What follows belongs to an exercise in optimizing a design on an open flow for small area, a short achievable clock period and few clock cycles per item; a production flow would make more cautious choices. At most, simulation tests tie the RTL to the original design; equivalence was not proved.

== the baseline ==
==> module cipher_aes_core, before the edit <==
module cipher_aes_core (
    input  wire         clk,
    input  wire         rst,         
    input  wire         in_valid,
    output wire         in_ready,
    input  wire         in_key256,   
    input  wire [255:0] in_key,
    input  wire [127:0] in_block,
    output reg          out_valid,
    output reg  [127:0] out_block
);
    localparam integer MW = 18;    
    function [7:0] xtime(input [7:0] b);
        xtime = {b[6:0], 1'b0} ^ (b[7] ? 8'h1b : 8'h00);
    endfunction
    reg          s_valid;
    reg          s_k256;
    reg  [3:0]   s_round;    
    reg  [7:0]   s_rcon;
    reg  [127:0] s_state;
    reg  [127:0] s_ka;
    reg  [127:0] s_kb;
    reg          m_valid;
    reg          m_k256;
    reg  [3:0]   m_round;
    reg  [7:0]   m_rcon;
    reg  [16*MW-1:0] m_state;    
    reg  [4*MW-1:0]  m_kx;       
    reg  [127:0] m_ka;
    reg  [127:0] m_kb;
    wire [16*MW-1:0] s_mid;
    wire [4*MW-1:0]  s_kmid;
    genvar gi;
    generate
        for (gi = 0; gi < 16; gi = gi + 1) begin : g_top
            aes_sbox_top u_top (.a(s_state[8*gi +: 8]), .m(s_mid[MW*gi +: MW]));
        end
        for (gi = 0; gi < 4; gi = gi + 1) begin : g_ktop
            aes_sbox_top u_top (.a(s_kb[8*gi +: 8]), .m(s_kmid[MW*gi +: MW]));
        end
    endgenerate
    wire m_final = m_k256 ? (m_round == 4'd13) : (m_round == 4'd9);
    wire [31:0] kx_s;
    generate
        for (gi = 0; gi < 4; gi = gi + 1) begin : g_kbot
            aes_sbox_bot u_bot (.m(m_kx[MW*gi +: MW]), .y(kx_s[8*gi +: 8]));
        end
    endgenerate
    wire kx_rot = !m_k256 || !m_round[0];
    wire [31:0] kx_t = kx_rot ? ({kx_s[23:0], kx_s[31:24]} ^ {m_rcon, 24'h000000}) : kx_s;
    wire [127:0] kx_base = m_k256 ? m_ka : m_kb;
    wire [31:0] kx_p0 = kx_base[127:96];
    wire [31:0] kx_p1 = kx_p0 ^ kx_base[95:64];
    wire [31:0] kx_p2 = kx_p1 ^ kx_base[63:32];
    wire [31:0] kx_p3 = kx_p2 ^ kx_base[31:0];
    wire [127:0] kx_next = {kx_p0 ^ kx_t, kx_p1 ^ kx_t, kx_p2 ^ kx_t, kx_p3 ^ kx_t};
    wire [127:0] rkey = m_k256 ? m_kb : kx_next;
    wire [127:0] sub;
    generate
        for (gi = 0; gi < 16; gi = gi + 1) begin : g_bot
            aes_sbox_bot u_bot (.m(m_state[MW*gi +: MW]), .y(sub[8*gi +: 8]));
        end
    endgenerate
    wire [127:0] shifted;
    generate
        for (gi = 0; gi < 16; gi = gi + 1) begin : g_shift
            localparam integer R = gi % 4;
            localparam integer C = gi / 4;
            localparam integer SRC = 4 * ((C + R) % 4) + R;
            assign shifted[127-8*gi -: 8] = sub[127-8*SRC -: 8];
        end
    endgenerate
    wire [127:0] round_out;
    wire [127:0] final_out = shifted ^ rkey;
    generate
        for (gi = 0; gi < 4; gi = gi + 1) begin : g_mix
            wire [31:0] col = shifted[127-32*gi -: 32];
            wire [7:0] a0 = col[31:24];
            wire [7:0] a1 = col[23:16];
            wire [7:0] a2 = col[15:8];
            wire [7:0] a3 = col[7:0];
            wire [7:0] t = a0 ^ a1 ^ a2 ^ a3;
            wire [31:0] d = {t ^ xtime(a0 ^ a1), t ^ xtime(a1 ^ a2),
                             t ^ xtime(a2 ^ a3), t ^ xtime(a3 ^ a0)};
            assign round_out[127-32*gi -: 32] = final_out[127-32*gi -: 32] ^ d;
        end
    endgenerate
    reg  ready;
    assign in_ready = ready;
    wire s_final = s_k256 ? (s_round == 4'd13) : (s_round == 4'd9);
    wire slot_free_next = !s_valid || s_final;
    wire no_pass_next = ready ? (!in_valid || !in_key256)
                              : (!m_valid || m_final || !m_k256 || (m_round >= 4'd3));
    always @(posedge clk) begin
        if (rst) begin
            ready     <= 1'b1;
            s_valid   <= 1'b0;
            m_valid   <= 1'b0;
            out_valid <= 1'b0;
        end else begin
            ready     <= slot_free_next && no_pass_next;
            s_valid   <= in_ready ? in_valid : (m_valid && !m_final);
            m_valid   <= s_valid;
            out_valid <= m_valid && m_final;
        end
    end
    always @(posedge clk) begin
        m_k256  <= s_k256;
        m_round <= s_round;
        m_rcon  <= s_rcon;
        m_state <= s_mid;
        m_kx    <= s_kmid;
        m_ka    <= s_ka;
        m_kb    <= s_kb;
        out_block <= final_out;
        if (ready) begin
            s_k256  <= in_key256;
            s_round <= 4'd0;
            s_rcon  <= 8'h01;
            s_state <= in_block ^ in_key[255:128];
            s_ka    <= in_key[255:128];
            s_kb    <= in_key256 ? in_key[127:0] : in_key[255:128];
        end else begin
            s_k256  <= m_k256;
            s_round <= m_round + 4'd1;
            s_rcon  <= kx_rot ? xtime(m_rcon) : m_rcon;
            s_state <= round_out;
            s_ka    <= m_kb;
            s_kb    <= kx_next;
        end
    end
endmodule
==> flow/config.mk <==
export PLATFORM = sky130hd
export DESIGN_NAME = cipher_aes_core
export DESIGN_NICKNAME = cipher_aes_core
export VERILOG_FILES = /design/flow/design.v
export SDC_FILE = /design/flow/constraint.sdc
export NUM_CORES = 8
export LEC_CHECK = 0
export CAP_MARGIN = 10
export CORE_MARGIN = 2
export CORE_UTILIZATION = 40
export PLACE_DENSITY = 0.6
export SLEW_MARGIN = 10
==> flow/constraint.sdc <==
create_clock -name core_clock -period 8.0 [get_ports {clk}]
set_input_delay 1.6000 -clock core_clock [delete_from_list [all_inputs] [get_ports {clk}]]
set_output_delay 1.6000 -clock core_clock [all_outputs]
set_load 0.01 [all_outputs]
standard.sh (not shown) runs the stock make flow with config.mk's settings and CLKGATE_MAP_FILE= SYNTH_SCRIPT=/design/flow/synth_recipe.tcl, a recipe that flattens the netlist after the stock synthesis.
==> flow/flow/run.sh <==
#!/bin/bash
# Layout flow: the standard flow (standard.sh), except that
#  - synthesis maps the logic with the ABC script flow/abc_map.script; the
#    registers are untouched, and the flow checks that the netlist has the
#    same flip-flops (names and cell types) as the standard synthesis, and
#    uses the standard netlist if not;
#  - the make variables in flow/params.sh are added (port buffer cell,
#    repair margins).
# Each tool's output goes to a log file in the work folder.
set -uo pipefail
W=$(pwd)
RES=$W/orfs/results/$FLOW_PLATFORM/cipher_aes_core/base
source flow/params.sh

# 1. the standard synthesis, for reference
bash standard.sh synth > std_synth.log 2>&1 || exit 1
cp $RES/1_2_yosys.v $W/std_1_2_yosys.v

# 2. our synthesis, in a work area of its own
sed -e "s#@ABC_SCRIPT@#$W/flow/abc_map.script#" flow/synth.tcl > $W/my_synth.tcl
make -C $FLOW_HOME DESIGN_CONFIG=$W/config.mk WORK_HOME=$W/mysyn CLKGATE_MAP_FILE= \
     SYNTH_SCRIPT=$W/my_synth.tcl synth > my_synth.log 2>&1
MYV=$W/mysyn/results/$FLOW_PLATFORM/cipher_aes_core/base/1_2_yosys.v

# 3. same registers?
regs() { grep -oE '^ *sky130_fd_sc_hd__(df|edf|sdf|sedf|dlx|dlr)[a-z0-9_]* +[^ ]+' "$1" | sed -E 's/_[0-9]+ +/ /; s/^ *//' | sort; }
if [[ -s $MYV ]] && cmp -s <(regs $W/std_1_2_yosys.v) <(regs $MYV); then
  echo "own synthesis: registers match, using it" > synth_choice.log
  cp $MYV $RES/1_2_yosys.v
  touch $RES/1_2_yosys.v
else
  echo "own synthesis: registers differ or missing, using the standard netlist" > synth_choice.log
fi
regs $W/std_1_2_yosys.v | wc -l >> synth_choice.log
regs $MYV | wc -l >> synth_choice.log

# 4. the rest of the standard flow
bash standard.sh "${MAKE_ARGS[@]}" finish > std_flow.log 2>&1
==> flow/flow/abc_map.script <==
strash
dc2
&get -n
&dch -f
&nf -R 1000
&put
buffer -c
topo
stime -c
upsize -c
dnsize -c
==> flow/flow/params.sh <==
MAKE_ARGS=(SETUP_SLACK_MARGIN=4.5 "BUFFER_PORTS_ARGS=-buffer_cell sky130_fd_sc_hd__buf_1" "CTS_ARGS=-sink_clustering_enable -repair_clock_nets -dont_use_dummy_load -sink_clustering_size 20 -buf_list {sky130_fd_sc_hd__clkbuf_4 sky130_fd_sc_hd__clkbuf_8}")
==> flow/flow/synth.tcl <==
proc synth {args} { yosys synth -nofsm -noshare {*}$args }
proc abc {args} {
  set i [lsearch $args -script]
  set args [lreplace $args $i [expr {$i + 1}] -script @ABC_SCRIPT@]
  yosys abc {*}$args
}
source $::env(SCRIPTS_DIR)/synth.tcl
# left out here: clear keep_hierarchy, flatten, clean up, hide names made inside functions, write 1_2_yosys.v
Testbench counts of the baseline, summed over its fixed seeds: cycles 25,540, items 2,048.
Changes in the candidate relative to the baseline:
--- a/flow/design.v
+++ b/flow/design.v
@@ -181,9 +181,9 @@
     reg  [3:0]   m_round;
     reg  [7:0]   m_rcon;
     reg  [16*MW-1:0] m_state;    
     reg  [4*MW-1:0]  m_kx;       
-    reg  [127:0] m_ka;
+    reg  [127:0] m_kp;       
     reg  [127:0] m_kb;
     wire [16*MW-1:0] s_mid;
     wire [4*MW-1:0]  s_kmid;
     genvar gi;
@@ -194,23 +194,27 @@
         for (gi = 0; gi < 4; gi = gi + 1) begin : g_ktop
             aes_sbox_top u_top (.a(s_kb[8*gi +: 8]), .m(s_kmid[MW*gi +: MW]));
         end
     endgenerate
+    wire [127:0] s_kbase = s_k256 ? s_ka : s_kb;
+    wire         s_krot  = !s_k256 || !s_round[0];
+    wire [31:0]  s_krc   = s_krot ? {s_rcon, 24'h000000} : 32'h00000000;
+    wire [31:0]  s_kp01  = s_kbase[127:96] ^ s_kbase[95:64];
+    wire [31:0]  s_kp23  = s_kbase[63:32] ^ s_kbase[31:0];
+    wire [127:0] s_kpre  = {s_kbase[127:96] ^ s_krc,
+                            s_kp01 ^ s_krc,
+                            s_kp01 ^ s_kbase[63:32] ^ s_krc,
+                            s_kp01 ^ s_kp23 ^ s_krc};
     wire m_final = m_k256 ? (m_round == 4'd13) : (m_round == 4'd9);
     wire [31:0] kx_s;
     generate
         for (gi = 0; gi < 4; gi = gi + 1) begin : g_kbot
             aes_sbox_bot u_bot (.m(m_kx[MW*gi +: MW]), .y(kx_s[8*gi +: 8]));
         end
     endgenerate
     wire kx_rot = !m_k256 || !m_round[0];
-    wire [31:0] kx_t = kx_rot ? ({kx_s[23:0], kx_s[31:24]} ^ {m_rcon, 24'h000000}) : kx_s;
-    wire [127:0] kx_base = m_k256 ? m_ka : m_kb;
-    wire [31:0] kx_p0 = kx_base[127:96];
-    wire [31:0] kx_p1 = kx_p0 ^ kx_base[95:64];
-    wire [31:0] kx_p2 = kx_p1 ^ kx_base[63:32];
-    wire [31:0] kx_p3 = kx_p2 ^ kx_base[31:0];
-    wire [127:0] kx_next = {kx_p0 ^ kx_t, kx_p1 ^ kx_t, kx_p2 ^ kx_t, kx_p3 ^ kx_t};
+    wire [31:0] kx_t = kx_rot ? {kx_s[23:0], kx_s[31:24]} : kx_s;
+    wire [127:0] kx_next = m_kp ^ {4{kx_t}};
     wire [127:0] rkey = m_k256 ? m_kb : kx_next;
     wire [127:0] sub;
     generate
         for (gi = 0; gi < 16; gi = gi + 1) begin : g_bot
@@ -265,9 +269,9 @@
         m_round <= s_round;
         m_rcon  <= s_rcon;
         m_state <= s_mid;
         m_kx    <= s_kmid;
-        m_ka    <= s_ka;
+        m_kp    <= s_kpre;
         m_kb    <= s_kb;
         out_block <= final_out;
         if (ready) begin
             s_k256  <= in_key256;
==> comparison <==
The candidate against the baseline: final period utilization has remained practically unchanged, utilization decreased 2.3 points, total nets after synthesis has increased. Number of global-route vias before repair delta for the candidate relative to the baseline: 2.5% higher. STATUS via count: the candidate loses against the baseline. In the candidate relative to the baseline, full die area had gone up by a few percent. Re number of cells in the design after placement: the baseline was lower than the candidate. [the candidate] data-path buffer share of cell area in the final layout fell 0.52 points relative to the baseline. Taking the baseline as the reference point, the sequential share of layout area of the candidate rises by 0.22 points. The candidate vs. the baseline: layout-stage area growth over the synthesis result shrank by 5.4 points; maximum frequency did not really move.
The RTL of the candidate was laid out without a check of its function.

[afterwards: timing with drivers on the ports]
In the flow no input, the clock included, has a driving cell. The finished layouts below were timed again as built, in two steps. Step 1 assumes that a clkbuf_16 drives the clock port and a buf_2 every other input. Step 2 moves the port delays by t, midway between the first and last clock arrival at a register: inputs arrive t later, outputs are due t later. That takes back most of the time a late clock gives input paths. Three values: no drivers, after step 1, after step 2; two values: the first two.
run	shift t [ns]	slack for setup (ns)	clock arrival spread, ns
the baseline	0.980	4.528 / 4.528 / 3.974	0.085 / 0.085
the candidate	0.979	4.524 / 4.491 / 3.856	0.136 / 0.136
After both steps every run listed still meets setup and hold. The setup slack of the candidate, which loses most, moves by -0.033 ns with the drivers and by -0.668 ns with both steps.
